What follows belongs to an exercise in optimizing a design on an open flow for small area; a production flow would make more cautious choices. Function was checked by simulation only, so behaviour that the tests miss may differ from the original. Power and IR drop assume default switching activity.

## design/flow/flow/run.sh

```bash
#!/bin/bash
# Standard ORFS layout (the standard.sh, standard synthesis unchanged), with
# two placement/CTS choices changed:
#  - every input and output port still gets its own buffer, but a small
#    sky130_fd_sc_hd__buf_1 instead of the default delay-buffer cell;
#  - CTS does not add dummy loads.
# Each tool's full output goes to a log file in this folder.
set -euo pipefail
export BUFFER_PORTS_ARGS="-buffer_cell sky130_fd_sc_hd__buf_1"
export CTS_ARGS="-sink_clustering_enable -repair_clock_nets -dont_use_dummy_load"
bash standard.sh synth > synth.log 2>&1
bash standard.sh floorplan > floorplan.log 2>&1
bash standard.sh place > place.log 2>&1
bash standard.sh cts > cts.log 2>&1
bash standard.sh finish > finish.log 2>&1
```

## design/flow/standard.sh

```bash
#!/bin/bash
# synth_recipe.tcl (not shown) runs the flow's synth.tcl, then flattens the netlist and writes it again
# the make line also repeats each setting of config.mk as NAME=value (left out here)
make -C /OpenROAD-flow-scripts/flow DESIGN_CONFIG=/design/flow/config.mk WORK_HOME=/design/flow/orfs CLKGATE_MAP_FILE= SYNTH_SCRIPT=/design/flow/synth_recipe.tcl "${@:-finish}"
```

## design/flow/config.mk

```make
export PLATFORM = sky130hd
export DESIGN_NAME = shunt_correlator
export DESIGN_NICKNAME = shunt_correlator
export VERILOG_FILES = /design/flow/design.v
export SDC_FILE = /design/flow/constraint.sdc
export NUM_CORES = 4
export LEC_CHECK = 0
export ABC_AREA = 1
export CAP_MARGIN = 20
export CORE_MARGIN = 2
export CORE_UTILIZATION = 40
export PLACE_DENSITY = 0.6
export SLEW_MARGIN = 20
export SYNTH_MEMORY_MAX_BITS = 32768
```

## design/flow/constraint.sdc

```tcl
create_clock -name core_clock -period 100.0 [get_ports {clk}]
set_input_delay 20.0000 -clock core_clock [delete_from_list [all_inputs] [get_ports {clk}]]
set_output_delay 20.0000 -clock core_clock [all_outputs]
set_load 0.01 [all_outputs]
```

## design/flow/design.v

```verilog
module shunt_correlator (
    input  wire               clk,
    input  wire               rst,          
    input  wire               start,        
    input  wire        [3:0]  bin,          
    input  wire        [23:0] lead,         
    input  wire        [23:0] half,         
    input  wire               s_valid,
    input  wire signed [31:0] s_data,       
    output reg                done,
    output wire signed [63:0] a_i,
    output wire signed [63:0] a_q,
    output wire signed [63:0] b_i,
    output wire signed [63:0] b_q
);
    localparam integer AW = 61;    
    localparam [1:0] R_LEAD = 2'd0, R_A = 2'd1, R_B = 2'd2;
    reg        running;
    reg [1:0]  rg;          
    reg [23:0] cnt;         
    reg [23:0] half_r;
    reg [3:0]  k;
    reg [3:0]  step;        
    reg        m_acc, m_first, m_bfirst, m_last;
    wire take = running && s_valid && !start;
    wire cnt_z   = (cnt == 24'd0);
    wire adv     = cnt_z && (rg != R_B);
    wire [1:0]  rg_n  = adv ? rg + 2'd1 : rg;
    wire [23:0] cnt_n;
    rca #(24) dec_c (.a(adv ? half_r : cnt), .b(24'hffffff), .ci(1'b0), .s(cnt_n), .co());
    wire        last  = (rg_n == R_B) && (cnt_n == 24'd0);
    always @(posedge clk) begin
        if (rst) begin
            running <= 1'b0;
            step    <= 4'd0;
        end else if (start) begin
            running <= 1'b1;
            step    <= 4'd0;
        end else begin
            if (take) begin
                step <= 4'd1;
                if (last) running <= 1'b0;
            end else if (step != 4'd0) begin
                step <= (step == 4'd8) ? 4'd0 : step + 4'd1;
            end
        end
    end
    always @(posedge clk) begin
        if (start) begin
            k      <= bin;
            half_r <= half;
            cnt    <= lead;
            rg     <= R_LEAD;
        end else if (take) begin
            rg       <= rg_n;
            cnt      <= cnt_n;
            m_acc    <= (rg_n != R_LEAD);
            m_first  <= adv;
            m_bfirst <= adv && (rg == R_A);
            m_last   <= last;
        end
    end
    reg [11:0] j;           
    reg [16:0] u;           
    reg [2:0]  wcnt;        
    reg [2:0]  sj;
    reg [16:0] su;
    always @(*) begin
        case (k)
            4'd13: begin sj = 3'd1; su = 17'd52947; end
            4'd14: begin sj = 3'd3; su = 17'd27769; end
            4'd15: begin sj = 3'd6; su = 17'd55538; end
            default: begin sj = 3'd0; su = 17'd16 << k; end
        endcase
    end
    wire [16:0] u_s, u_w;
    wire        u_c, u_wc;
    rca #(17) add_u (.a(u), .b(su), .ci(1'b0), .s(u_s), .co(u_c));
    rca #(17) sub_u (.a(u_s), .b(17'd52947), .ci(1'b0), .s(u_w), .co(u_wc));
    wire        wrap  = u_c | u_wc;
    wire [16:0] u_n   = wrap ? u_w : u_s;
    wire [9:0]  r    = j[9:0];
    wire [1:0]  q    = j[11:10];
    wire [8:0]  dadr = r[9] ? ~r[8:0] : r[8:0];
    reg  [11:0] dt;
    always @(*) begin
        case (dadr)
            9'd0: dt = {6'd50, 6'd0};
            9'd1: dt = {6'd51, 6'd0};
            9'd2: dt = {6'd50, 6'd0};
            9'd3: dt = {6'd50, 6'd1};
            9'd4: dt = {6'd50, 6'd0};
            9'd5: dt = {6'd51, 6'd0};
            9'd6: dt = {6'd50, 6'd1};
            9'd7: dt = {6'd50, 6'd0};
            9'd8: dt = {6'd50, 6'd1};
            9'd9: dt = {6'd51, 6'd1};
            9'd10: dt = {6'd50, 6'd1};
            9'd11: dt = {6'd50, 6'd1};
            9'd12: dt = {6'd50, 6'd1};
            9'd13: dt = {6'd51, 6'd1};
            9'd14: dt = {6'd50, 6'd1};
            9'd15: dt = {6'd50, 6'd1};
            9'd16: dt = {6'd50, 6'd1};
            9'd17: dt = {6'd51, 6'd1};
            9'd18: dt = {6'd50, 6'd2};
            9'd19: dt = {6'd50, 6'd1};
            9'd20: dt = {6'd50, 6'd2};
            9'd21: dt = {6'd51, 6'd2};
            9'd22: dt = {6'd50, 6'd1};
            9'd23: dt = {6'd50, 6'd2};
            9'd24: dt = {6'd50, 6'd2};
            9'd25: dt = {6'd51, 6'd2};
            9'd26: dt = {6'd50, 6'd2};
            9'd27: dt = {6'd50, 6'd2};
            9'd28: dt = {6'd50, 6'd2};
            9'd29: dt = {6'd50, 6'd3};
            9'd30: dt = {6'd51, 6'd2};
            9'd31: dt = {6'd50, 6'd2};
            9'd32: dt = {6'd50, 6'd3};
            9'd33: dt = {6'd50, 6'd3};
            9'd34: dt = {6'd50, 6'd2};
            9'd35: dt = {6'd51, 6'd3};
            9'd36: dt = {6'd50, 6'd3};
            9'd37: dt = {6'd50, 6'd3};
            9'd38: dt = {6'd50, 6'd3};
            9'd39: dt = {6'd50, 6'd3};
            9'd40: dt = {6'd50, 6'd3};
            9'd41: dt = {6'd51, 6'd3};
            9'd42: dt = {6'd50, 6'd3};
            9'd43: dt = {6'd50, 6'd4};
            9'd44: dt = {6'd50, 6'd3};
            9'd45: dt = {6'd50, 6'd4};
            9'd46: dt = {6'd50, 6'd3};
            9'd47: dt = {6'd50, 6'd4};
            9'd48: dt = {6'd51, 6'd4};
            9'd49: dt = {6'd50, 6'd3};
            9'd50: dt = {6'd50, 6'd4};
            9'd51: dt = {6'd50, 6'd4};
            9'd52: dt = {6'd50, 6'd4};
            9'd53: dt = {6'd50, 6'd4};
            9'd54: dt = {6'd50, 6'd5};
            9'd55: dt = {6'd50, 6'd4};
            9'd56: dt = {6'd50, 6'd4};
            9'd57: dt = {6'd50, 6'd5};
            9'd58: dt = {6'd51, 6'd4};
            9'd59: dt = {6'd50, 6'd5};
            9'd60: dt = {6'd50, 6'd4};
            9'd61: dt = {6'd50, 6'd5};
            9'd62: dt = {6'd50, 6'd5};
            9'd63: dt = {6'd50, 6'd5};
            9'd64: dt = {6'd50, 6'd5};
            9'd65: dt = {6'd50, 6'd5};
            9'd66: dt = {6'd50, 6'd5};
            9'd67: dt = {6'd50, 6'd5};
            9'd68: dt = {6'd50, 6'd5};
            9'd69: dt = {6'd50, 6'd6};
            9'd70: dt = {6'd50, 6'd5};
            9'd71: dt = {6'd50, 6'd6};
            9'd72: dt = {6'd50, 6'd5};
            9'd73: dt = {6'd50, 6'd6};
            9'd74: dt = {6'd49, 6'd6};
            9'd75: dt = {6'd50, 6'd5};
            9'd76: dt = {6'd50, 6'd6};
            9'd77: dt = {6'd50, 6'd6};
            9'd78: dt = {6'd50, 6'd6};
            9'd79: dt = {6'd50, 6'd6};
            9'd80: dt = {6'd50, 6'd7};
            9'd81: dt = {6'd50, 6'd6};
            9'd82: dt = {6'd50, 6'd6};
            9'd83: dt = {6'd49, 6'd7};
            9'd84: dt = {6'd50, 6'd6};
            9'd85: dt = {6'd50, 6'd7};
            9'd86: dt = {6'd50, 6'd6};
            9'd87: dt = {6'd50, 6'd7};
            9'd88: dt = {6'd50, 6'd7};
            9'd89: dt = {6'd49, 6'd7};
            9'd90: dt = {6'd50, 6'd7};
            9'd91: dt = {6'd50, 6'd7};
            9'd92: dt = {6'd50, 6'd7};
            9'd93: dt = {6'd49, 6'd7};
            9'd94: dt = {6'd50, 6'd7};
            9'd95: dt = {6'd50, 6'd8};
            9'd96: dt = {6'd50, 6'd7};
            9'd97: dt = {6'd49, 6'd8};
            9'd98: dt = {6'd50, 6'd7};
            9'd99: dt = {6'd50, 6'd8};
            9'd100: dt = {6'd49, 6'd7};
            9'd101: dt = {6'd50, 6'd8};
            9'd102: dt = {6'd50, 6'd8};
            9'd103: dt = {6'd49, 6'd8};
            9'd104: dt = {6'd50, 6'd8};
            9'd105: dt = {6'd50, 6'd8};
            9'd106: dt = {6'd49, 6'd8};
            9'd107: dt = {6'd50, 6'd9};
            9'd108: dt = {6'd49, 6'd8};
            9'd109: dt = {6'd50, 6'd8};
            9'd110: dt = {6'd49, 6'd9};
            9'd111: dt = {6'd50, 6'd8};
            9'd112: dt = {6'd49, 6'd9};
            9'd113: dt = {6'd50, 6'd9};
            9'd114: dt = {6'd49, 6'd9};
            9'd115: dt = {6'd50, 6'd8};
            9'd116: dt = {6'd49, 6'd9};
            9'd117: dt = {6'd50, 6'd9};
            9'd118: dt = {6'd49, 6'd9};
            9'd119: dt = {6'd50, 6'd10};
            9'd120: dt = {6'd49, 6'd9};
            9'd121: dt = {6'd49, 6'd9};
            9'd122: dt = {6'd50, 6'd10};
            9'd123: dt = {6'd49, 6'd9};
            9'd124: dt = {6'd50, 6'd10};
            9'd125: dt = {6'd49, 6'd9};
            9'd126: dt = {6'd49, 6'd10};
            9'd127: dt = {6'd50, 6'd10};
            9'd128: dt = {6'd49, 6'd9};
            9'd129: dt = {6'd49, 6'd10};
            9'd130: dt = {6'd49, 6'd10};
            9'd131: dt = {6'd50, 6'd10};
            9'd132: dt = {6'd49, 6'd11};
            9'd133: dt = {6'd49, 6'd10};
            9'd134: dt = {6'd49, 6'd10};
            9'd135: dt = {6'd49, 6'd10};
            9'd136: dt = {6'd50, 6'd11};
            9'd137: dt = {6'd49, 6'd10};
            9'd138: dt = {6'd49, 6'd11};
            9'd139: dt = {6'd49, 6'd11};
            9'd140: dt = {6'd49, 6'd10};
            9'd141: dt = {6'd49, 6'd11};
            9'd142: dt = {6'd49, 6'd11};
            9'd143: dt = {6'd49, 6'd11};
            9'd144: dt = {6'd49, 6'd11};
            9'd145: dt = {6'd49, 6'd11};
            9'd146: dt = {6'd49, 6'd12};
            9'd147: dt = {6'd49, 6'd11};
            9'd148: dt = {6'd49, 6'd11};
            9'd149: dt = {6'd49, 6'd12};
            9'd150: dt = {6'd49, 6'd11};
            9'd151: dt = {6'd49, 6'd12};
            9'd152: dt = {6'd49, 6'd11};
            9'd153: dt = {6'd49, 6'd12};
            9'd154: dt = {6'd49, 6'd12};
            9'd155: dt = {6'd49, 6'd12};
            9'd156: dt = {6'd48, 6'd12};
            9'd157: dt = {6'd49, 6'd12};
            9'd158: dt = {6'd49, 6'd12};
            9'd159: dt = {6'd49, 6'd12};
            9'd160: dt = {6'd48, 6'd12};
            9'd161: dt = {6'd49, 6'd13};
            9'd162: dt = {6'd49, 6'd12};
            9'd163: dt = {6'd49, 6'd12};
            9'd164: dt = {6'd48, 6'd13};
            9'd165: dt = {6'd49, 6'd13};
            9'd166: dt = {6'd49, 6'd12};
            9'd167: dt = {6'd48, 6'd13};
            9'd168: dt = {6'd49, 6'd13};
            9'd169: dt = {6'd48, 6'd13};
            9'd170: dt = {6'd49, 6'd13};
            9'd171: dt = {6'd48, 6'd13};
            9'd172: dt = {6'd49, 6'd13};
            9'd173: dt = {6'd48, 6'd13};
            9'd174: dt = {6'd49, 6'd14};
            9'd175: dt = {6'd48, 6'd13};
            9'd176: dt = {6'd49, 6'd13};
            9'd177: dt = {6'd48, 6'd14};
            9'd178: dt = {6'd49, 6'd14};
            9'd179: dt = {6'd48, 6'd13};
            9'd180: dt = {6'd48, 6'd14};
            9'd181: dt = {6'd49, 6'd14};
            9'd182: dt = {6'd48, 6'd14};
            9'd183: dt = {6'd48, 6'd14};
            9'd184: dt = {6'd49, 6'd14};
            9'd185: dt = {6'd48, 6'd14};
            9'd186: dt = {6'd48, 6'd14};
            9'd187: dt = {6'd48, 6'd14};
            9'd188: dt = {6'd48, 6'd14};
            9'd189: dt = {6'd49, 6'd15};
            9'd190: dt = {6'd48, 6'd14};
            9'd191: dt = {6'd48, 6'd15};
            9'd192: dt = {6'd48, 6'd15};
            9'd193: dt = {6'd48, 6'd14};
            9'd194: dt = {6'd48, 6'd15};
            9'd195: dt = {6'd48, 6'd15};
            9'd196: dt = {6'd48, 6'd15};
            9'd197: dt = {6'd48, 6'd15};
            9'd198: dt = {6'd48, 6'd15};
            9'd199: dt = {6'd48, 6'd15};
            9'd200: dt = {6'd48, 6'd15};
            9'd201: dt = {6'd48, 6'd16};
            9'd202: dt = {6'd47, 6'd15};
            9'd203: dt = {6'd48, 6'd15};
            9'd204: dt = {6'd48, 6'd16};
            9'd205: dt = {6'd48, 6'd15};
            9'd206: dt = {6'd48, 6'd16};
            9'd207: dt = {6'd47, 6'd16};
            9'd208: dt = {6'd48, 6'd16};
            9'd209: dt = {6'd48, 6'd15};
            9'd210: dt = {6'd47, 6'd16};
            9'd211: dt = {6'd48, 6'd16};
            9'd212: dt = {6'd48, 6'd17};
            9'd213: dt = {6'd47, 6'd16};
            9'd214: dt = {6'd48, 6'd16};
            9'd215: dt = {6'd47, 6'd16};
            9'd216: dt = {6'd48, 6'd17};
            9'd217: dt = {6'd47, 6'd16};
            9'd218: dt = {6'd48, 6'd17};
            9'd219: dt = {6'd47, 6'd16};
            9'd220: dt = {6'd48, 6'd17};
            9'd221: dt = {6'd47, 6'd17};
            9'd222: dt = {6'd48, 6'd17};
            9'd223: dt = {6'd47, 6'd16};
            9'd224: dt = {6'd47, 6'd17};
            9'd225: dt = {6'd47, 6'd17};
            9'd226: dt = {6'd48, 6'd18};
            9'd227: dt = {6'd47, 6'd17};
            9'd228: dt = {6'd47, 6'd17};
            9'd229: dt = {6'd47, 6'd17};
            9'd230: dt = {6'd48, 6'd18};
            9'd231: dt = {6'd47, 6'd17};
            9'd232: dt = {6'd47, 6'd18};
            9'd233: dt = {6'd47, 6'd17};
            9'd234: dt = {6'd47, 6'd18};
            9'd235: dt = {6'd47, 6'd18};
            9'd236: dt = {6'd47, 6'd18};
            9'd237: dt = {6'd47, 6'd18};
            9'd238: dt = {6'd47, 6'd18};
            9'd239: dt = {6'd47, 6'd18};
            9'd240: dt = {6'd47, 6'd18};
            9'd241: dt = {6'd46, 6'd18};
            9'd242: dt = {6'd47, 6'd18};
            9'd243: dt = {6'd47, 6'd19};
            9'd244: dt = {6'd47, 6'd18};
            9'd245: dt = {6'd47, 6'd18};
            9'd246: dt = {6'd46, 6'd19};
            9'd247: dt = {6'd47, 6'd19};
            9'd248: dt = {6'd47, 6'd18};
            9'd249: dt = {6'd46, 6'd19};
            9'd250: dt = {6'd47, 6'd19};
            9'd251: dt = {6'd46, 6'd19};
            9'd252: dt = {6'd47, 6'd19};
            9'd253: dt = {6'd46, 6'd19};
            9'd254: dt = {6'd47, 6'd19};
            9'd255: dt = {6'd46, 6'd19};
            9'd256: dt = {6'd47, 6'd20};
            9'd257: dt = {6'd46, 6'd19};
            9'd258: dt = {6'd47, 6'd19};
            9'd259: dt = {6'd46, 6'd20};
            9'd260: dt = {6'd46, 6'd19};
            9'd261: dt = {6'd46, 6'd20};
            9'd262: dt = {6'd47, 6'd20};
            9'd263: dt = {6'd46, 6'd19};
            9'd264: dt = {6'd46, 6'd20};
            9'd265: dt = {6'd46, 6'd20};
            9'd266: dt = {6'd46, 6'd20};
            9'd267: dt = {6'd46, 6'd20};
            9'd268: dt = {6'd47, 6'd20};
            9'd269: dt = {6'd46, 6'd20};
            9'd270: dt = {6'd46, 6'd21};
            9'd271: dt = {6'd46, 6'd20};
            9'd272: dt = {6'd45, 6'd20};
            9'd273: dt = {6'd46, 6'd21};
            9'd274: dt = {6'd46, 6'd21};
            9'd275: dt = {6'd46, 6'd20};
            9'd276: dt = {6'd46, 6'd21};
            9'd277: dt = {6'd46, 6'd21};
            9'd278: dt = {6'd45, 6'd20};
            9'd279: dt = {6'd46, 6'd21};
            9'd280: dt = {6'd46, 6'd21};
            9'd281: dt = {6'd45, 6'd21};
            9'd282: dt = {6'd46, 6'd21};
            9'd283: dt = {6'd46, 6'd22};
            9'd284: dt = {6'd45, 6'd21};
            9'd285: dt = {6'd46, 6'd21};
            9'd286: dt = {6'd45, 6'd22};
            9'd287: dt = {6'd46, 6'd21};
            9'd288: dt = {6'd45, 6'd22};
            9'd289: dt = {6'd46, 6'd21};
            9'd290: dt = {6'd45, 6'd22};
            9'd291: dt = {6'd45, 6'd22};
            9'd292: dt = {6'd45, 6'd21};
            9'd293: dt = {6'd46, 6'd22};
            9'd294: dt = {6'd45, 6'd22};
            9'd295: dt = {6'd45, 6'd22};
            9'd296: dt = {6'd45, 6'd22};
            9'd297: dt = {6'd45, 6'd22};
            9'd298: dt = {6'd45, 6'd23};
            9'd299: dt = {6'd46, 6'd22};
            9'd300: dt = {6'd45, 6'd22};
            9'd301: dt = {6'd45, 6'd23};
            9'd302: dt = {6'd45, 6'd22};
            9'd303: dt = {6'd44, 6'd23};
            9'd304: dt = {6'd45, 6'd22};
            9'd305: dt = {6'd45, 6'd23};
            9'd306: dt = {6'd45, 6'd23};
            9'd307: dt = {6'd45, 6'd23};
            9'd308: dt = {6'd44, 6'd23};
            9'd309: dt = {6'd45, 6'd23};
            9'd310: dt = {6'd45, 6'd23};
            9'd311: dt = {6'd44, 6'd23};
            9'd312: dt = {6'd45, 6'd23};
            9'd313: dt = {6'd45, 6'd23};
            9'd314: dt = {6'd44, 6'd23};
            9'd315: dt = {6'd45, 6'd24};
            9'd316: dt = {6'd44, 6'd23};
            9'd317: dt = {6'd45, 6'd24};
            9'd318: dt = {6'd44, 6'd23};
            9'd319: dt = {6'd44, 6'd24};
            9'd320: dt = {6'd45, 6'd24};
            9'd321: dt = {6'd44, 6'd24};
            9'd322: dt = {6'd44, 6'd23};
            9'd323: dt = {6'd44, 6'd24};
            9'd324: dt = {6'd44, 6'd24};
            9'd325: dt = {6'd45, 6'd24};
            9'd326: dt = {6'd44, 6'd25};
            9'd327: dt = {6'd44, 6'd24};
            9'd328: dt = {6'd44, 6'd24};
            9'd329: dt = {6'd44, 6'd24};
            9'd330: dt = {6'd44, 6'd25};
            9'd331: dt = {6'd44, 6'd24};
            9'd332: dt = {6'd43, 6'd25};
            9'd333: dt = {6'd44, 6'd24};
            9'd334: dt = {6'd44, 6'd25};
            9'd335: dt = {6'd44, 6'd25};
            9'd336: dt = {6'd44, 6'd25};
            9'd337: dt = {6'd43, 6'd25};
            9'd338: dt = {6'd44, 6'd24};
            9'd339: dt = {6'd43, 6'd25};
            9'd340: dt = {6'd44, 6'd26};
            9'd341: dt = {6'd44, 6'd25};
            9'd342: dt = {6'd43, 6'd25};
            9'd343: dt = {6'd43, 6'd25};
            9'd344: dt = {6'd44, 6'd26};
            9'd345: dt = {6'd43, 6'd25};
            9'd346: dt = {6'd44, 6'd25};
            9'd347: dt = {6'd43, 6'd26};
            9'd348: dt = {6'd43, 6'd26};
            9'd349: dt = {6'd43, 6'd25};
            9'd350: dt = {6'd43, 6'd26};
            9'd351: dt = {6'd44, 6'd26};
            9'd352: dt = {6'd43, 6'd26};
            9'd353: dt = {6'd43, 6'd26};
            9'd354: dt = {6'd43, 6'd26};
            9'd355: dt = {6'd43, 6'd26};
            9'd356: dt = {6'd43, 6'd26};
            9'd357: dt = {6'd43, 6'd26};
            9'd358: dt = {6'd42, 6'd26};
            9'd359: dt = {6'd43, 6'd27};
            9'd360: dt = {6'd43, 6'd26};
            9'd361: dt = {6'd43, 6'd27};
            9'd362: dt = {6'd42, 6'd26};
            9'd363: dt = {6'd43, 6'd27};
            9'd364: dt = {6'd43, 6'd26};
            9'd365: dt = {6'd42, 6'd27};
            9'd366: dt = {6'd43, 6'd27};
            9'd367: dt = {6'd42, 6'd27};
            9'd368: dt = {6'd43, 6'd27};
            9'd369: dt = {6'd42, 6'd27};
            9'd370: dt = {6'd42, 6'd27};
            9'd371: dt = {6'd43, 6'd27};
            9'd372: dt = {6'd42, 6'd27};
            9'd373: dt = {6'd42, 6'd27};
            9'd374: dt = {6'd43, 6'd28};
            9'd375: dt = {6'd42, 6'd27};
            9'd376: dt = {6'd42, 6'd27};
            9'd377: dt = {6'd42, 6'd28};
            9'd378: dt = {6'd42, 6'd27};
            9'd379: dt = {6'd42, 6'd28};
            9'd380: dt = {6'd42, 6'd28};
            9'd381: dt = {6'd42, 6'd28};
            9'd382: dt = {6'd42, 6'd27};
            9'd383: dt = {6'd41, 6'd28};
            9'd384: dt = {6'd42, 6'd28};
            9'd385: dt = {6'd42, 6'd28};
            9'd386: dt = {6'd42, 6'd28};
            9'd387: dt = {6'd41, 6'd28};
            9'd388: dt = {6'd42, 6'd29};
            9'd389: dt = {6'd41, 6'd28};
            9'd390: dt = {6'd42, 6'd28};
            9'd391: dt = {6'd41, 6'd29};
            9'd392: dt = {6'd42, 6'd28};
            9'd393: dt = {6'd41, 6'd29};
            9'd394: dt = {6'd41, 6'd28};
            9'd395: dt = {6'd42, 6'd29};
            9'd396: dt = {6'd41, 6'd29};
            9'd397: dt = {6'd41, 6'd28};
            9'd398: dt = {6'd41, 6'd29};
            9'd399: dt = {6'd42, 6'd29};
            9'd400: dt = {6'd41, 6'd29};
            9'd401: dt = {6'd41, 6'd29};
            9'd402: dt = {6'd41, 6'd29};
            9'd403: dt = {6'd41, 6'd29};
            9'd404: dt = {6'd40, 6'd30};
            9'd405: dt = {6'd41, 6'd29};
            9'd406: dt = {6'd41, 6'd29};
            9'd407: dt = {6'd41, 6'd30};
            9'd408: dt = {6'd41, 6'd29};
            9'd409: dt = {6'd40, 6'd30};
            9'd410: dt = {6'd41, 6'd29};
            9'd411: dt = {6'd40, 6'd30};
            9'd412: dt = {6'd41, 6'd30};
            9'd413: dt = {6'd40, 6'd30};
            9'd414: dt = {6'd41, 6'd29};
            9'd415: dt = {6'd40, 6'd30};
            9'd416: dt = {6'd41, 6'd30};
            9'd417: dt = {6'd40, 6'd30};
            9'd418: dt = {6'd40, 6'd30};
            9'd419: dt = {6'd40, 6'd31};
            9'd420: dt = {6'd41, 6'd30};
            9'd421: dt = {6'd40, 6'd30};
            9'd422: dt = {6'd40, 6'd30};
            9'd423: dt = {6'd40, 6'd31};
            9'd424: dt = {6'd40, 6'd30};
            9'd425: dt = {6'd40, 6'd31};
            9'd426: dt = {6'd40, 6'd30};
            9'd427: dt = {6'd39, 6'd31};
            9'd428: dt = {6'd40, 6'd31};
            9'd429: dt = {6'd40, 6'd31};
            9'd430: dt = {6'd40, 6'd30};
            9'd431: dt = {6'd39, 6'd31};
            9'd432: dt = {6'd40, 6'd31};
            9'd433: dt = {6'd39, 6'd31};
            9'd434: dt = {6'd40, 6'd31};
            9'd435: dt = {6'd39, 6'd31};
            9'd436: dt = {6'd40, 6'd32};
            9'd437: dt = {6'd39, 6'd31};
            9'd438: dt = {6'd40, 6'd31};
            9'd439: dt = {6'd39, 6'd32};
            9'd440: dt = {6'd39, 6'd31};
            9'd441: dt = {6'd39, 6'd32};
            9'd442: dt = {6'd39, 6'd31};
            9'd443: dt = {6'd39, 6'd32};
            9'd444: dt = {6'd39, 6'd31};
            9'd445: dt = {6'd39, 6'd32};
            9'd446: dt = {6'd39, 6'd32};
            9'd447: dt = {6'd39, 6'd32};
            9'd448: dt = {6'd39, 6'd32};
            9'd449: dt = {6'd39, 6'd32};
            9'd450: dt = {6'd39, 6'd32};
            9'd451: dt = {6'd38, 6'd32};
            9'd452: dt = {6'd39, 6'd32};
            9'd453: dt = {6'd38, 6'd32};
            9'd454: dt = {6'd39, 6'd32};
            9'd455: dt = {6'd38, 6'd33};
            9'd456: dt = {6'd39, 6'd32};
            9'd457: dt = {6'd38, 6'd33};
            9'd458: dt = {6'd39, 6'd32};
            9'd459: dt = {6'd38, 6'd33};
            9'd460: dt = {6'd38, 6'd32};
            9'd461: dt = {6'd38, 6'd33};
            9'd462: dt = {6'd38, 6'd33};
            9'd463: dt = {6'd39, 6'd33};
            9'd464: dt = {6'd38, 6'd32};
            9'd465: dt = {6'd38, 6'd33};
            9'd466: dt = {6'd37, 6'd33};
            9'd467: dt = {6'd38, 6'd33};
            9'd468: dt = {6'd38, 6'd33};
            9'd469: dt = {6'd38, 6'd34};
            9'd470: dt = {6'd38, 6'd33};
            9'd471: dt = {6'd37, 6'd33};
            9'd472: dt = {6'd38, 6'd33};
            9'd473: dt = {6'd38, 6'd34};
            9'd474: dt = {6'd37, 6'd33};
            9'd475: dt = {6'd38, 6'd34};
            9'd476: dt = {6'd37, 6'd33};
            9'd477: dt = {6'd37, 6'd34};
            9'd478: dt = {6'd38, 6'd34};
            9'd479: dt = {6'd37, 6'd33};
            9'd480: dt = {6'd37, 6'd34};
            9'd481: dt = {6'd37, 6'd34};
            9'd482: dt = {6'd37, 6'd34};
            9'd483: dt = {6'd38, 6'd34};
            9'd484: dt = {6'd37, 6'd34};
            9'd485: dt = {6'd36, 6'd34};
            9'd486: dt = {6'd37, 6'd34};
            9'd487: dt = {6'd37, 6'd34};
            9'd488: dt = {6'd37, 6'd34};
            9'd489: dt = {6'd37, 6'd35};
            9'd490: dt = {6'd36, 6'd34};
            9'd491: dt = {6'd37, 6'd34};
            9'd492: dt = {6'd37, 6'd35};
            9'd493: dt = {6'd36, 6'd34};
            9'd494: dt = {6'd37, 6'd35};
            9'd495: dt = {6'd36, 6'd35};
            9'd496: dt = {6'd37, 6'd34};
            9'd497: dt = {6'd36, 6'd35};
            9'd498: dt = {6'd36, 6'd35};
            9'd499: dt = {6'd36, 6'd35};
            9'd500: dt = {6'd37, 6'd35};
            9'd501: dt = {6'd36, 6'd35};
            9'd502: dt = {6'd36, 6'd35};
            9'd503: dt = {6'd36, 6'd35};
            9'd504: dt = {6'd36, 6'd35};
            9'd505: dt = {6'd36, 6'd35};
            9'd506: dt = {6'd35, 6'd35};
            9'd507: dt = {6'd36, 6'd36};
            9'd508: dt = {6'd36, 6'd35};
            9'd509: dt = {6'd36, 6'd35};
            9'd510: dt = {6'd35, 6'd36};
            9'd511: dt = {6'd36, 6'd35};
            default: dt = 12'd0;
        endcase
    end
    wire        swp    = r[9] ^ q[0];
    wire [5:0]  ds_mag = swp ? dt[5:0] : dt[11:6];
    wire [5:0]  dc_mag = swp ? dt[11:6] : dt[5:0];
    wire        ds_neg = q[1] ^ q[0];
    wire        dc_neg = !q[1];
    reg  signed [15:0] sw, cw;    
    wire [15:0] sw_n, cw_n, j_n;
    rca #(16) add_s (.a(sw), .b({{10{ds_neg}}, ds_mag ^ {6{ds_neg}}}), .ci(ds_neg), .s(sw_n), .co());
    rca #(16) add_c (.a(cw), .b({{10{dc_neg}}, dc_mag ^ {6{dc_neg}}}), .ci(dc_neg), .s(cw_n), .co());
    always @(posedge clk) begin
        if (start) begin
            j    <= 12'd0;
            u    <= 17'd0;
            wcnt <= 3'd0;
            sw   <= 16'sd0;
            cw   <= 16'sd32767;
        end else if (take) begin
            u    <= u_n;
            wcnt <= sj + {2'b00, wrap};
        end else if (wcnt != 3'd0) begin
            j    <= j + 12'd1;
            sw   <= sw_n;
            cw   <= cw_n;
            wcnt <= wcnt - 3'd1;
        end
    end
    reg  [35:0] xs;         
    reg  [16:0] cs, ss;     
    always @(posedge clk) begin
        if (take) begin
            xs <= {{4{s_data[31]}}, s_data};
            cs <= {cw, 1'b0};
            ss <= {sw, 1'b0};
        end else begin
            xs <= {xs[33:0], 2'b00};
            cs <= {2'b00, cs[16:2]};
            ss <= {2'b00, ss[16:2]};
        end
    end
    function automatic [AW:0] pp_of(input [2:0] d, input fneg, input [35:0] x);
        reg one, two, neg;
        reg [36:0] mag;
        begin
            one = d[0] ^ d[1];
            two = (d == 3'b011) || (d == 3'b100);
            neg = (d[2] ^ fneg) && (one || two);
            mag = two ? {x, 1'b0} : (one ? {x[35], x} : 37'd0);
            pp_of = {{(AW-37){mag[36] ^ neg}}, mag ^ {37{neg}}, neg};
        end
    endfunction
    wire [AW:0] pp_i = pp_of(cs[2:0], 1'b0, xs);
    wire [AW:0] pp_q = pp_of(ss[2:0], 1'b1, xs);     
    reg [AW-1:0] ci, cq, ai, aq;
    wire         gate = m_first && (step == 4'd1);
    wire [AW-1:0] sum_i, sum_q;
    rca #(AW) add_i (.a(gate ? {AW{1'b0}} : ci), .b(pp_i[AW:1]), .ci(pp_i[0]), .s(sum_i), .co());
    rca #(AW) add_q (.a(gate ? {AW{1'b0}} : cq), .b(pp_q[AW:1]), .ci(pp_q[0]), .s(sum_q), .co());
    always @(posedge clk) begin
        if (step != 4'd0 && m_acc) begin
            ci <= sum_i;
            cq <= sum_q;
        end
        if (m_bfirst && step == 4'd1) begin
            ai <= ci;
            aq <= cq;
        end
    end
    always @(posedge clk) begin
        if (rst) done <= 1'b0;
        else     done <= (step == 4'd8) && m_last && !start;
    end
    assign a_i = {{(64-AW){ai[AW-1]}}, ai};
    assign a_q = {{(64-AW){aq[AW-1]}}, aq};
    assign b_i = {{(64-AW){ci[AW-1]}}, ci};
    assign b_q = {{(64-AW){cq[AW-1]}}, cq};
endmodule
module rca #(parameter integer W = 8) (
    input  wire [W-1:0] a,
    input  wire [W-1:0] b,
    input  wire         ci,
    output wire [W-1:0] s,
    output wire         co
);
    wire [W:0] c;
    assign c[0] = ci;
    genvar i;
    generate
        for (i = 0; i < W; i = i + 1) begin : g
            assign s[i]   = a[i] ^ b[i] ^ c[i];
            assign c[i+1] = (a[i] & b[i]) | (c[i] & (a[i] ^ b[i]));
        end
    endgenerate
    assign co = c[W];
endmodule
```

==> results of run 1 <==
[power by group through the flow]
stage          Combinational [W]  Sequential [W]  Clock (W)
2_1_floorplan           0.000182        0.000247          0
3_3_place_gp            0.000235        0.000247          0
3_5_place_dp            0.000242        0.000248          0
4_1_cts                 0.000244        0.000244   0.000155
5_1_grt                 0.000281        0.000246   0.000160
6_report                0.000239        0.000244   0.000149
[final cells by class]
class | count | share of cell area
tap | 782 | 0.03586
sequential | 442 | 0.4344
multi-input combinational | 1546 | 0.3902
inverter | 307 | 0.04224
clock buffer | 48 | 0.04403
timing repair buffer | 365 | 0.05324
[state kept, by name, indices dropped and copies added, names as in the netlist, 16 cells and up]
register and flops:
ai 61, aq 61, ci 61, cnt 24, cq 61, cs 17
cw 16, half_r 24, ss 17, sw 16, u 17, xs 36
[cells in the mapped netlist (21+ instances only)]
master	instances
sky130_fd_sc_hd__nand3_1	137
sky130_fd_sc_hd__edfxtp_1	300
sky130_fd_sc_hd__clkbuf_1	69
sky130_fd_sc_hd__buf_2	21
sky130_fd_sc_hd__nand2_1	479
sky130_fd_sc_hd__ha_1	74
sky130_fd_sc_hd__a21oi_1	102
sky130_fd_sc_hd__o22ai_1	39
sky130_fd_sc_hd__inv_1	299
sky130_fd_sc_hd__nor2_1	106
sky130_fd_sc_hd__fa_1	161
sky130_fd_sc_hd__xnor2_1	48
sky130_fd_sc_hd__o21ai_0	258
sky130_fd_sc_hd__xor2_1	48
sky130_fd_sc_hd__dfxtp_1	142
[layer usage]
layer | up-vias | track usage | part of all wire
li1 | 8495 | - | -
met5 | - | 0 | 0.00021
met4 | 2 | 0.06162 | 0.029
met1 | 8589 | 0.2571 | 0.43
met2 | 560 | 0.3187 | 0.48
met3 | 99 | 0.03338 | 0.061
[worst paths after layout]
check | start | endpoint | slack, ns | cells after the start
setup / recovery | cs[0]$_SDFF_PP0_ | ci[60]$_DFFE_PP_ | 69.89 | 70
hold / removal | ss[7]$_DFF_P_ | ss[5]$_DFF_P_ | 0.41 | 2
setup reg to reg | cs[0]$_SDFF_PP0_ | ci[60]$_DFFE_PP_ | 69.89 | 70
hold reg to reg | ss[7]$_DFF_P_ | ss[5]$_DFF_P_ | 0.41 | 2
[cell families (layout without fill, tap and decap cells)]
logic type / count (synthesis) / after routing / synth area share
compound gates: 433 / 433 / 0.09429
xor+xnor: 97 / 97 / 0.03597
fa+ha+maj: 235 / 235 / 0.1719
buf+inv: 425 / 720 / 0.07200
flops: 442 / 442 / 0.4910
mux: 2 / 2 / 0.0008294
simple gates: 779 / 779 / 0.1340
[metrics by stage]
stage / util / area (µm²) / hold WS, ns / total power [W] / instances
after detailed placement: 0.4345 / 26080 / 0.4199 / 0.0004901 / 3442
after floorplan: - / 24140 / 0.3960 / 0.0004282 / 2413
final: 0.4546 / 27280 / 0.4105 / 0.0006328 / 3490
after CTS: 0.4545 / 27280 / 0.4247 / 0.0006433 / 3490
after global placement: 0.4345 / 26080 / 0.4168 / 0.0004819 / 3442
after global routing: 0.4546 / 27280 / 0.4445 / 0.0006869 / 3490
[worst reg2reg max path, delay by kind of cell (launching register included)]
family / cells / cell delay, ns
adder cells (fa/ha/maj): 59 / 26.85
buffers and inverters: 5 / 0.95
AND/OR/NAND/NOR: 2 / 0.95
XOR/XNOR: 3 / 0.62
flip-flops: 1 / 0.33
AO/OA/AOI/OAI: 1 / 0.22
==> qor.txt, run 1 <==
Unrepaired setup endpoints after global routing - false
Global-route total usage across every layer - 0.1923
Final-report hold violation count - 0
Post-DRT Antenna Nets - 0
Classification of the worst-slack hold path - reg -> reg
Time the final worst path needs with I/O delays and setup - 30.11 ns
Critical path's largest stage delay - 0.65 ns
Num CTS Buffers - 48
Reported max-cap violation count - 0
Max Transition Viols Final - 0
Register Area - 11850 µm²
Pre-CTS setup slack - 69.57 ns
Switching part of the total - 0.3545
Fraction of power consumed by combinational cells - 0.378
Transition time at the pin with the least slew margin - 0.9656 ns
Post-synthesis cell area - 24140 µm²
Die Span Y - 249.7 µm
Initial standard-cell utilization of the core - 0.4022
Max-slew headroom at the worst pin - 0.3554
CTS tree - done
Combined area of the multi-input logic cells - 10650 µm²
Total power divided by cell area - 23.20 nW/µm²
Initial drt markers - 1286
Setup Buffers After CTS - 0
Buf+Inv Stages, Crit Path - 5
Synth warnings - 1
Fraction of layout instances using a drive strength above 1 - 0.04247
Post_cts resized - 0
Area of the die - 62330 µm²
Switching power summed over all nets - 0.0002243 W
Critical-path top delay cell - sky130_fd_sc_hd__nand2_2
Proportion of power drawn by the clock network - 0.236
Biggest fanout along the worst timing path - 71
Leakage power figure - 10.80 nW
Flip-flop and latch count after synthesis - 442
Maximum vdd ir drop - 0.01445 mV
Number of nets at the end of the flow - 3033
Std-Cell Rows - 90
Cell type contributing the most total cell area after synthesis - sky130_fd_sc_hd__edfxtp_1
Routed via count - 17750
Sort of element at the end of the critical path - flop
Family of cells with the greatest summed delay on the critical path - adder cells
Clock latency at the later pin of the worst-skew pair - 0.58 ns
Int Pwr - 0.0004085 W
Worst path required time - 100.32 ns
Summed negative setup slack over all endpoints - 0 ns
Synth-to-layout area growth - 13.03%
Final critical-path setup slack - 69.89 ns
Area share of the largest cell type after synthesis - 0.3732
Dominant synthesized flop cell - sky130_fd_sc_hd__edfxtp_1
Drt total wl - 61090 µm
Most Frequent Cell on Critical Path - sky130_fd_sc_hd__fa_1
Antenna Diode Count - 0
Global-route wire length before repair - 95540 µm
Vias/cell - 5.085
Count of filler cells inserted in the layout - 5738
Via count of the first global-routing pass - 17380
Pre-Repair DR Iteration Count - 6
Final period utilization - 0.3011
Gpl congestion - 0.9216
Sort of element at the start of the critical path - flop
Most frequent cells in the layout - sky130_fd_sc_hd__nand2_1 (478), sky130_fd_sc_hd__buf_1 (343), sky130_fd_sc_hd__edfxtp_1 (300)
Area of the core - 60020 µm²
Deepest level of the CTS H-tree - 2
Top-level port count - 345
Input/output buffers - 344
Half-perimeter wire length of the detailed placement result - 44760 µm
Initial antenna violation count - 1
Portion of the post-synthesis area used by sequential elements - 0.4910
Yosys cell types - 46
Final routed DRC violation total - 0
Worst setup skew after layout - 0.06126 ns
Drt wl/cell - 17.51 µm
Fraction of registers with async set/reset - 0
Number of standard cells after synthesis - 2413
Die X-Extent - 249.7 µm
Synthesized net count - 2736
EDFF count, synth - 300
Root buffer selected by CTS - sky130_fd_sc_hd__clkbuf_16
Sink Count - 442
Total congestion overflow - 0
Clock Path Buffers - 3
Hold_buf cts - 0
Commonest non-fill, non-tap cell in the layout - sky130_fd_sc_hd__nand2_1
Mean cell area of the mapped netlist - 10.00 µm²
Register clock-pin slew on the reported worst setup and hold paths - 0.06 ns
Fmax - 33.21 MHz
Class of the most critical setup path - reg -> reg
Cell types occupying the most area after synthesis - sky130_fd_sc_hd__edfxtp_1 (37%), sky130_fd_sc_hd__fa_1 (13%), sky130_fd_sc_hd__dfxtp_1 (12%)
Run status - timing/DRC/antenna clean
Data arrival time of the critical path - 30.43 ns
Final setup violation count - 0
Maximum number of pins on one net before global-route repair - 84
Sequential share of power - 0.386
==> run 2: changes to the inputs <==
==> design/flow/run.sh (new file) <==
#!/bin/bash
# synth_recipe.tcl (not shown) runs the flow's synth.tcl, then flattens the netlist and writes it again
# the make line also repeats each setting of config.mk as NAME=value (left out here)
make -C /OpenROAD-flow-scripts/flow DESIGN_CONFIG=/design/flow/config.mk WORK_HOME=/design/flow/orfs CLKGATE_MAP_FILE= SYNTH_SCRIPT=/design/flow/synth_recipe.tcl finish
removed: design/flow/flow/run.sh
removed: design/flow/standard.sh
==> run 2 against run 1 <==
Effect of this change: power rose by 8.1%; core utilization rose by 4.5 points; register-to-register slack got worse by 0.04 ns; still clean on timing, DRC and antenna; maximum frequency fell by 0.13%; global-route usage rose by 0.82 points; via count rose by 1.2%; sequential share of layout area fell by 3.9 points; routed wire length rose by 3.4%.
==> qor.txt, run 2 <==
Root buffer selected by CTS - sky130_fd_sc_hd__clkbuf_16
Mean cell area of the mapped netlist - 10.00 µm²
Unrepaired setup endpoints after global routing - false
Time the final worst path needs with I/O delays and setup - 30.15 ns
Max-slew headroom at the worst pin - 0.3192
Met2 usage - 0.3351
Setup Buffers After CTS - 0
Most Frequent Cell on Critical Path - sky130_fd_sc_hd__fa_1
Worst flop-to-flop path startpoint - cs[0]$_SDFF_PP0_
Number of standard cells after synthesis - 2413
Final critical-path setup slack - 69.85 ns
Critical-path top delay cell - sky130_fd_sc_hd__nand2_2
Switching part of the total - 0.3447
Total power divided by cell area - 22.82 nW/µm²
Int Pwr - 0.0004482 W
Fraction of registers with async set/reset - 0
GR Util met3 - 0.03880
Via count of the first global-routing pass - 17640
Dominant synthesized flop cell - sky130_fd_sc_hd__edfxtp_1
Pre-Repair DR Iteration Count - 5
Routed via count - 17960
Commonest non-fill, non-tap cell in the layout - sky130_fd_sc_hd__nand2_1
Pre-CTS setup slack - 69.61 ns
Maximum number of pins on one net before global-route repair - 84
Yosys cell types - 46
Worst path required time - 100.33 ns
GRT Max-Usage Layer - met2
Final routed DRC violation total - 0
Clock latency at the later pin of the worst-skew pair - 0.60 ns
Post-DRT Antenna Nets - 0
Post-synthesis cell area - 24140 µm²
Most frequent cell after synthesis - sky130_fd_sc_hd__nand2_1
Most frequent cells in the layout - sky130_fd_sc_hd__nand2_1 (478), sky130_fd_sc_hd__clkdlybuf4s50_1 (343), sky130_fd_sc_hd__edfxtp_1 (300)
EDFF count, synth - 300
Final period utilization - 0.3015
Class of the most critical setup path - reg -> reg
Register clock-pin slew on the reported worst setup and hold paths - 0.06 ns
Flip-flop and latch count after synthesis - 442
CTS tree - done
Sink Count - 442
Vias/cell - 5.080
Most numerous cell types in the synthesized netlist - sky130_fd_sc_hd__nand2_1 (479), sky130_fd_sc_hd__edfxtp_1 (300), sky130_fd_sc_hd__inv_1 (299), sky130_fd_sc_hd__o21ai_0 (258), sky130_fd_sc_hd__fa_1 (161)
Clock Path Buffers - 3
Origin of the worst min-delay path - ss[10]$_DFF_P_
Maximum vdd ir drop - 0.01289 mV
Drt wl/cell - 17.88 µm
Leakage power figure - 12.01 nW
Sort of element at the start of the critical path - flop
Std-Cell Rows - 90
Final setup violation count - 0
Transition time at the pin with the least slew margin - 1.021 ns
Switching power summed over all nets - 0.0002358 W
Max Transition Viols Final - 0
Summed negative setup slack over all endpoints - 0 ns
Hold_buf cts - 0
Synthesized net count - 2736
Portion of the post-synthesis area used by sequential elements - 0.4910
Register-to-Register Setup Slack - 69.85 ns
Top-level port count - 345
Cell types occupying the most area after synthesis - sky130_fd_sc_hd__edfxtp_1 (37%), sky130_fd_sc_hd__fa_1 (13%), sky130_fd_sc_hd__dfxtp_1 (12%)
Half-perimeter wire length of the detailed placement result - 46440 µm
Global-route total usage across every layer - 0.2006
Initial antenna violation count - 2
Die Span Y - 249.7 µm
Fraction of layout instances using a drive strength above 1 - 0.05485
Classification of the worst-slack hold path - reg -> reg
Run status - timing/DRC/antenna clean
Reported max-cap violation count - 0
Biggest fanout along the worst timing path - 71
Sequential share of power - 0.357
Final-report hold violation count - 0
Drt total wl - 63200 µm
Gpl congestion - 0.8905
Total congestion overflow - 0
Initial drt markers - 1363
Deepest level of the CTS H-tree - 2
Input/output buffers - 344
Initial standard-cell utilization of the core - 0.4022
Global-route wire length before repair - 99120 µm
Area of the core - 60020 µm²
Antenna Diode Count - 0
Worst setup skew after layout - 0.02823 ns
Number of nets at the end of the flow - 3037
Proportion of power drawn by the clock network - 0.283
Area of the die - 62330 µm²
Area share of the largest cell type after synthesis - 0.3732
Num CTS Buffers - 49
Synth-to-layout area growth - 24.14%
Post_cts resized - 0
GR met1 Demand/Resource - 0.2669
Fraction of power consumed by combinational cells - 0.360
Crit path launch - cs[0]$_SDFF_PP0_
Critical path's largest stage delay - 0.67 ns
Synth warnings - 1
Cell type contributing the most total cell area after synthesis - sky130_fd_sc_hd__edfxtp_1
Die X-Extent - 249.7 µm
Fmax - 33.17 MHz
Sort of element at the end of the critical path - flop
Data arrival time of the critical path - 30.48 ns
## run 2: cell count changes in the layout (fill, tap and decap cells not counted), sizes merged
| cell | change |
|---|---|
| buf | -339 |
| clkinv | +17 |
| clkdlybuf4s50 | +343 |
| inv | +2 |
| clkbuf | +12 |
| clkinvlp | +2 |
| bufinv | +8 |
## run 2: path summary, 6_finish.rpt
| path | end | cells past startpoint |
|---|---|---|
| max reg2reg | ci[60]$_DFFE_PP_ | 70 |
| min reg2reg | ss[8]$_DFF_P_ | 2 |
| min | ss[8]$_DFF_P_ | 2 |
| max | ci[60]$_DFFE_PP_ | 70 |
## run 2: power groups by stage
stage | logic, W | registers [W] | clock network (W)
global placement | 0.000240 | 0.000248 | 0
global route | 0.000288 | 0.000246 | 0.000205
finish | 0.000246 | 0.000244 | 0.000194
floorplan | 0.000182 | 0.000247 | 0
detailed placement | 0.000248 | 0.000248 | 0
CTS | 0.000251 | 0.000244 | 0.000198
## run 2: worst max-delay path, delay by kind of cell, from the launching register on
kind            cells  cell delay, ns
buf+inv             5            0.93
compound gates      1            0.21
simple gates        2            0.97
fa+ha+maj          59           26.86
flops               1            0.34
xor+xnor            3            0.59
## run 2: per-layer routing
metal / wire [µm] / vias to the layer above
li1: - / 8547
met1: 26960 / 8661
met2: 30290 / 640
met3: 4407 / 106
met4: 1516 / 4
met5: 23 / -
## run 2: per-stage QoR
step | hold WS (ns) | total power [W] | area, µm² | util | cells
4_1_cts | 0.4287 | 0.0006931 | 29970 | 0.4993 | 3535
2_1_floorplan | 0.3960 | 0.0004282 | 24140 | - | 2413
6_report | 0.4294 | 0.0006840 | 29970 | 0.4993 | 3535
3_3_place_gp | 0.4121 | 0.0004878 | 28240 | 0.4705 | 3445
3_5_place_dp | 0.4138 | 0.0004966 | 28240 | 0.4705 | 3445
5_1_grt | 0.4460 | 0.0007389 | 29970 | 0.4993 | 3535
## run 2: kinds of logic (layout without fill, tap and decap cells)
logic type,after synthesis,count (layout),synth area share
multiplexers,2,2,0.0008294
XOR/XNOR,97,97,0.03597
AND/OR/NAND/NOR,779,779,0.1340
adder cells (fa/ha/maj),235,235,0.1719
flip-flops,442,442,0.4910
AO/OA/AOI/OAI,433,433,0.09429
buffers and inverters,425,765,0.07200
## run 2: area by class of cell
cell class / count / area, µm²
multi-input combinational: 1546 / 10640
clock buffer: 61 / 1356
timing repair buffer: 368 / 3621
clock inverter: 29 / 367.9
fill: 5445 / 30050
tap: 782 / 978.4
sequential: 442 / 11850
inverter: 307 / 1152
==> run 3: changes to the inputs <==
--- a/design/flow/design.v
+++ b/design/flow/design.v
@@ -16,2 +16,3 @@
     localparam integer AW = 61;    
+    reg [AW-1:0] ci, cq, ai, aq;   
     localparam [1:0] R_LEAD = 2'd0, R_A = 2'd1, R_B = 2'd2;
@@ -20,3 +21,2 @@
     reg [23:0] cnt;         
-    reg [23:0] half_r;
     reg [3:0]  k;
@@ -27,5 +27,6 @@
     wire adv     = cnt_z && (rg != R_B);
+    wire adv_t   = adv && take;
     wire [1:0]  rg_n  = adv ? rg + 2'd1 : rg;
     wire [23:0] cnt_n;
-    rca #(24) dec_c (.a(adv ? half_r : cnt), .b(24'hffffff), .ci(1'b0), .s(cnt_n), .co());
+    decr #(24) dec_c (.a(adv_t ? ai[23:0] : cnt), .en(take), .s(cnt_n));
     wire        last  = (rg_n == R_B) && (cnt_n == 24'd0);
@@ -48,6 +49,5 @@
     always @(posedge clk) begin
+        cnt <= start ? lead : cnt_n;
         if (start) begin
             k      <= bin;
-            half_r <= half;
-            cnt    <= lead;
             rg     <= R_LEAD;
@@ -55,3 +55,2 @@
             rg       <= rg_n;
-            cnt      <= cnt_n;
             m_acc    <= (rg_n != R_LEAD);
@@ -63,3 +62,3 @@
     reg [11:0] j;           
-    reg [16:0] u;           
+    reg [16:0] w;           
     reg [2:0]  wcnt;        
@@ -75,8 +74,6 @@
     end
-    wire [16:0] u_s, u_w;
-    wire        u_c, u_wc;
-    rca #(17) add_u (.a(u), .b(su), .ci(1'b0), .s(u_s), .co(u_c));
-    rca #(17) sub_u (.a(u_s), .b(17'd52947), .ci(1'b0), .s(u_w), .co(u_wc));
-    wire        wrap  = u_c | u_wc;
-    wire [16:0] u_n   = wrap ? u_w : u_s;
+    wire [16:0] w_s, w_n;
+    wire        wrap;
+    rca #(17) add_w (.a(w), .b(su & {17{take}}), .ci(1'b0), .s(w_s), .co(wrap));
+    rca #(17) off_w (.a(w_s), .b(17'd52947 & {17{wrap}}), .ci(1'b0), .s(w_n), .co());
     wire [9:0]  r    = j[9:0];
@@ -605,2 +602,3 @@
     wire [5:0]  dc_mag = swp ? dt[11:6] : dt[5:0];
+    wire        walk   = (wcnt != 3'd0) && !take;
     wire        ds_neg = q[1] ^ q[0];
@@ -608,21 +606,20 @@
     reg  signed [15:0] sw, cw;    
-    wire [15:0] sw_n, cw_n, j_n;
-    rca #(16) add_s (.a(sw), .b({{10{ds_neg}}, ds_mag ^ {6{ds_neg}}}), .ci(ds_neg), .s(sw_n), .co());
-    rca #(16) add_c (.a(cw), .b({{10{dc_neg}}, dc_mag ^ {6{dc_neg}}}), .ci(dc_neg), .s(cw_n), .co());
+    wire [5:0]  ds_g = ds_mag & {6{walk}};
+    wire [5:0]  dc_g = dc_mag & {6{walk}};
+    wire [15:0] sw_n, cw_n;
+    wire [11:0] j_n;
+    incr #(12) inc_j (.a(j), .en(walk), .s(j_n));
+    rca #(16) add_s (.a(sw), .b({{10{ds_neg}}, ds_g ^ {6{ds_neg}}}), .ci(ds_neg), .s(sw_n), .co());
+    rca #(16) add_c (.a(cw), .b({{10{dc_neg}}, dc_g ^ {6{dc_neg}}}), .ci(dc_neg), .s(cw_n), .co());
     always @(posedge clk) begin
-        if (start) begin
-            j    <= 12'd0;
-            u    <= 17'd0;
+        j  <= start ? 12'd0 : j_n;
+        w  <= start ? 17'd52947 : w_n;
+        sw <= start ? 16'sd0 : sw_n;
+        cw <= start ? 16'sd32767 : cw_n;
+        if (start)
             wcnt <= 3'd0;
-            sw   <= 16'sd0;
-            cw   <= 16'sd32767;
-        end else if (take) begin
-            u    <= u_n;
+        else if (take)
             wcnt <= sj + {2'b00, wrap};
-        end else if (wcnt != 3'd0) begin
-            j    <= j + 12'd1;
-            sw   <= sw_n;
-            cw   <= cw_n;
+        else if (walk)
             wcnt <= wcnt - 3'd1;
-        end
     end
@@ -641,3 +638,3 @@
     end
-    function automatic [AW:0] pp_of(input [2:0] d, input fneg, input [35:0] x);
+    function automatic [AW:0] pp_of(input [2:0] d, input fneg, input act, input [35:0] x);
         reg one, two, neg;
@@ -645,4 +642,4 @@
         begin
-            one = d[0] ^ d[1];
-            two = (d == 3'b011) || (d == 3'b100);
+            one = (d[0] ^ d[1]) && act;
+            two = ((d == 3'b011) || (d == 3'b100)) && act;
             neg = (d[2] ^ fneg) && (one || two);
@@ -652,5 +649,5 @@
     endfunction
-    wire [AW:0] pp_i = pp_of(cs[2:0], 1'b0, xs);
-    wire [AW:0] pp_q = pp_of(ss[2:0], 1'b1, xs);     
-    reg [AW-1:0] ci, cq, ai, aq;
+    wire        act  = (step != 4'd0) && m_acc;
+    wire [AW:0] pp_i = pp_of(cs[2:0], 1'b0, act, xs);
+    wire [AW:0] pp_q = pp_of(ss[2:0], 1'b1, act, xs);     
     wire         gate = m_first && (step == 4'd1);
@@ -660,7 +657,7 @@
     always @(posedge clk) begin
-        if (step != 4'd0 && m_acc) begin
-            ci <= sum_i;
-            cq <= sum_q;
-        end
-        if (m_bfirst && step == 4'd1) begin
+        ci <= sum_i;
+        cq <= sum_q;
+        if (start) begin
+            ai[23:0] <= half;
+        end else if (m_bfirst && step == 4'd1) begin
             ai <= ci;
@@ -696 +693,31 @@
 endmodule
+module incr #(parameter integer W = 8) (
+    input  wire [W-1:0] a,
+    input  wire         en,
+    output wire [W-1:0] s
+);
+    wire [W:0] c;
+    assign c[0] = en;
+    genvar i;
+    generate
+        for (i = 0; i < W; i = i + 1) begin : g
+            assign s[i]   = a[i] ^ c[i];
+            assign c[i+1] = a[i] & c[i];
+        end
+    endgenerate
+endmodule
+module decr #(parameter integer W = 8) (
+    input  wire [W-1:0] a,
+    input  wire         en,
+    output wire [W-1:0] s
+);
+    wire [W:0] b;
+    assign b[0] = en;
+    genvar i;
+    generate
+        for (i = 0; i < W; i = i + 1) begin : g
+            assign s[i]   = a[i] ^ b[i];
+            assign b[i+1] = !a[i] & b[i];
+        end
+    endgenerate
+endmodule
==> design/flow/flow/run.sh (new file) <==
#!/bin/bash
# Standard ORFS layout (the standard.sh, standard synthesis unchanged), with
# placement and CTS choices changed:
#  - every input and output port still gets its own buffer, but a small
#    sky130_fd_sc_hd__buf_1 instead of the default delay-buffer cell;
#  - CTS uses smaller clock buffers, without dummy loads.
# Each tool's full output goes to a log file in this folder.
set -euo pipefail
export BUFFER_PORTS_ARGS="-buffer_cell sky130_fd_sc_hd__buf_1"
export CTS_ARGS="-sink_clustering_enable -repair_clock_nets -dont_use_dummy_load -buf_list "sky130_fd_sc_hd__clkbuf_4 sky130_fd_sc_hd__clkbuf_8""
bash standard.sh synth > synth.log 2>&1
bash standard.sh floorplan > floorplan.log 2>&1
bash standard.sh place > place.log 2>&1
bash standard.sh cts > cts.log 2>&1
bash standard.sh finish > finish.log 2>&1
==> design/flow/standard.sh (new file) <==
#!/bin/bash
# synth_recipe.tcl (not shown) runs the flow's synth.tcl, then flattens the netlist and writes it again
# the make line also repeats each setting of config.mk as NAME=value (left out here)
make -C /OpenROAD-flow-scripts/flow DESIGN_CONFIG=/design/flow/config.mk WORK_HOME=/design/flow/orfs CLKGATE_MAP_FILE= SYNTH_SCRIPT=/design/flow/synth_recipe.tcl "${@:-finish}"
removed: design/flow/run.sh
==> run 3 against run 2 <==
Effect of this change: still clean; non-clock buffer count shrank 8; first-iteration DRC count shrank 2.2%; clock skew grew 0.098 ns; via count shrank 0.52%; worst hold slack lost 0.039 ns; sequential share of layout area shrank 0.91 points; largest cell class is now multi-input gates; largest power group is now sequential cells.
==> qor.txt, run 3 <==
Run status - timing/DRC/antenna clean
Root buffer selected by CTS - sky130_fd_sc_hd__clkbuf_4
Hold_buf cts - 0
Drt wl/cell - 17.93 µm
Sequential share of power - 0.468
Std-Cell Rows - 86
Time the final worst path needs with I/O delays and setup - 32.30 ns
Classification of the worst-slack hold path - reg -> reg
Area of the die - 57890 µm²
Final setup violation count - 0
Final-report hold violation count - 0
Initial drt markers - 1333
Final routed DRC violation total - 0
Synthesized net count - 2827
Total congestion overflow - 0
Portion of the post-synthesis area used by sequential elements - 0.4318
Pre-CTS setup slack - 66.84 ns
Unrepaired setup endpoints after global routing - false
Deepest level of the CTS H-tree - 3
Proportion of power drawn by the clock network - 0.208
Global-route wire length before repair - 97770 µm
Origin of the worst min-delay path - cq[42]$_DFF_P_
Final non-filler cell area - 25030 µm²
Final critical-path setup slack - 67.70 ns
Post-synthesis cell area - 22390 µm²
Final period utilization - 0.3230
Global-route total usage across every layer - 0.2203
Clock Path Buffers - 3
Sink Count - 418
Cell type contributing the most total cell area after synthesis - sky130_fd_sc_hd__dfxtp_1
Initial standard-cell utilization of the core - 0.4057
Crit path launch - start
Die X-Extent - 240.6 µm
Number of standard cells after synthesis - 2496
Critical-path top delay cell - sky130_fd_sc_hd__fa_1
Yosys cell types - 53
Flip-flop and latch count after synthesis - 418
Summed negative setup slack over all endpoints - 0 ns
Area of the core - 55200 µm²
Total power divided by cell area - 21.61 nW/µm²
Hold WS - 0.3903 ns
Switching part of the total - 0.3870
Max-slew headroom at the worst pin - 0.2480
Post-DRT Antenna Nets - 0
Max Transition Viols Final - 0
Dominant synthesized flop cell - sky130_fd_sc_hd__dfxtp_1
Data arrival time of the critical path - 32.94 ns
Critical path's largest stage delay - 0.58 ns
Fraction of layout instances using a drive strength above 1 - 0.07053
Die Span Y - 240.6 µm
Top-level port count - 345
Area share of the largest cell type after synthesis - 0.2575
Gpl congestion - 0.9834
Via count of the first global-routing pass - 17480
Input/output buffers - 344
Routed via count - 17870
Pre-Repair DR Iteration Count - 6
Cell types occupying the most area after synthesis - sky130_fd_sc_hd__dfxtp_1 (26%), sky130_fd_sc_hd__edfxtp_1 (17%), sky130_fd_sc_hd__fa_1 (15%)
Fmax - 30.96 MHz
Register clock-pin slew on the reported worst setup and hold paths - 0.06 ns
Synth warnings - 1
Worst flop-to-flop path startpoint - step[0]$_SDFFE_PP0P_
Reported max-cap violation count - 0
Most frequent cells in the layout - sky130_fd_sc_hd__nand2_1 (651), sky130_fd_sc_hd__buf_1 (343), sky130_fd_sc_hd__inv_1 (319)
CTS tree - done
Mean cell area of the mapped netlist - 8.972 µm²
Biggest fanout along the worst timing path - 75
Post-detailed-placement cell area - 24150 µm²
Synth-to-layout area growth - 11.75%
Drt total wl - 64630 µm
Number of nets at the end of the flow - 3183
Leakage power figure - 10.73 nW
Count of filler cells inserted in the layout - 5524
Maximum number of pins on one net before global-route repair - 122
Fraction of registers with async set/reset - 0
Switching power summed over all nets - 0.0002093 W
Num CTS Buffers - 114
Most numerous cell types in the synthesized netlist - sky130_fd_sc_hd__nand2_1 (651), sky130_fd_sc_hd__inv_1 (319), sky130_fd_sc_hd__dfxtp_1 (288), sky130_fd_sc_hd__o21ai_0 (263), sky130_fd_sc_hd__fa_1 (170)
Most Frequent Cell on Critical Path - sky130_fd_sc_hd__fa_1
Clock latency at the later pin of the worst-skew pair - 0.88 ns
Half-perimeter wire length of the detailed placement result - 48690 µm
Vias/cell - 4.957
Total power after layout - 0.0005409 W
Setup Buffers After CTS - 0
Maximum vdd ir drop - 0.009654 mV
Class of the most critical setup path - in -> reg
Worst setup skew after layout - 0.1258 ns
Sort of element at the end of the critical path - flop
Most frequent cell after synthesis - sky130_fd_sc_hd__nand2_1
Commonest non-fill, non-tap cell in the layout - sky130_fd_sc_hd__nand2_1
Sort of element at the start of the critical path - primary input
Initial antenna violation count - 7
Fraction of power consumed by combinational cells - 0.324
EDFF count, synth - 130
Transition time at the pin with the least slew margin - 1.120 ns
Worst path required time - 100.64 ns
Post_cts resized - 0
Int Pwr - 0.0003316 W
## run 3: cell types whose count changed after synthesis, moves of 9 or more
cell                       change
sky130_fd_sc_hd__a21oi_1      -47
sky130_fd_sc_hd__dfxtp_1     +146
sky130_fd_sc_hd__edfxtp_1    -170
sky130_fd_sc_hd__fa_1          +9
sky130_fd_sc_hd__inv_1        +20
sky130_fd_sc_hd__nand2_1     +172
sky130_fd_sc_hd__nand3_1      -21
sky130_fd_sc_hd__nand4_1      +13
sky130_fd_sc_hd__nor2_1       +12
sky130_fd_sc_hd__o22ai_1      -39
sky130_fd_sc_hd__xnor2_1      -36
sky130_fd_sc_hd__xor2_1        -9
## run 3: worst max-delay path: cells and delay by family
kind,cells,cell delay [ns]
adder cells (fa/ha/maj),33,9.32
buffers and inverters,23,2.82
AND/OR/NAND/NOR,4,0.72
## run 3: routing by layer
layer	part of all wire	global-route usage	up-vias	wire (µm)
met1	0.43	0.2931	8438	28040
met3	0.075	0.04758	115	4852
met2	0.46	0.3525	674	29930
met4	0.028	0.08319	2	1791
li1	-	-	8636	-
met5	0.00028	0	-	18
## run 3: logic make-up after synthesis
group                    synth area share
AO/OA/AOI/OAI                     0.08615
XOR/XNOR                          0.02240
adder cells (fa/ha/maj)            0.1928
buffers and inverters             0.08431
flip-flops                         0.4318
AND/OR/NAND/NOR                    0.1826
## run 3: metrics by stage
step | instances | util
after CTS | 3598 | 0.4531
after floorplan | 2496 | -
after global placement | 3484 | 0.4376
after global routing | 3603 | 0.4533
after detailed placement | 3484 | 0.4376
final | 3604 | 0.4534
## run 3: path summary, 6_finish.rpt
kind,endpoint,depth (start not counted),slack (ns)
worst max-delay path,w[15]$_SDFF_PP1_,60,67.70
worst min-delay path,aq[42]$_DFFE_PP_,0,0.39
worst max register to register,ci[60]$_DFF_P_,77,68.99
worst min register to register,aq[42]$_DFFE_PP_,0,0.39
## run 3: layout make-up
class | instances | area (µm²) | share of cell area
multi-input combinational | 1627 | 10870 | 0.4345
sequential | 418 | 9669 | 0.3864
timing repair buffer | 360 | 1428 | 0.05705
inverter | 331 | 1247 | 0.04985
tap | 748 | 935.9 | 0.03740
clock buffer | 114 | 855.8 | 0.03420
antenna | 6 | 15.01 | 0.0006000
## run 3: power groups by stage
stage | combinational, W | sequential, W | clock [W]
3_3_place_gp | 0.000171 | 0.000256 | 0
4_1_cts | 0.000177 | 0.000254 | 0.000118
5_1_grt | 0.000202 | 0.000257 | 0.000126
2_1_floorplan | 0.000107 | 0.000253 | 0
3_5_place_dp | 0.000176 | 0.000257 | 0
6_report | 0.000175 | 0.000253 | 0.000112

[port drivers added, routing unchanged]
In the flow no input, the clock included, has a driving cell. The finished layouts below were timed again as built, in two steps. Step 1 assumes that a clkbuf_16 drives the clock port and a buf_2 every other input. Step 2 times the ports against the registers' clock, not the clock port: input delays grow and output delays shrink by t, the midpoint of the rising clock arrivals with the driver on. Three values: no drivers, after step 1, after step 2; two values: the first two.
run	shift t [ns]	setup slack, ns	hold WS [ns]	worst register clock-pin slew, ns	cell pins on the clock port's net
run 1	0.617	69.892 / 69.892 / 69.892	0.410 / 0.410 / 0.410	0.06 / 0.06	1
run 2	0.643	69.853 / 69.853 / 69.853	0.429 / 0.429 / 0.429	0.06 / 0.06	1
run 3	0.853	67.698 / 67.732 / 66.879	0.390 / 0.390 / 0.390	0.07 / 0.07	1
After both steps setup and hold are still met in every run listed. The setup slack of run 3, which loses most, moves by +0.034 ns with the drivers and by -0.819 ns with both steps.
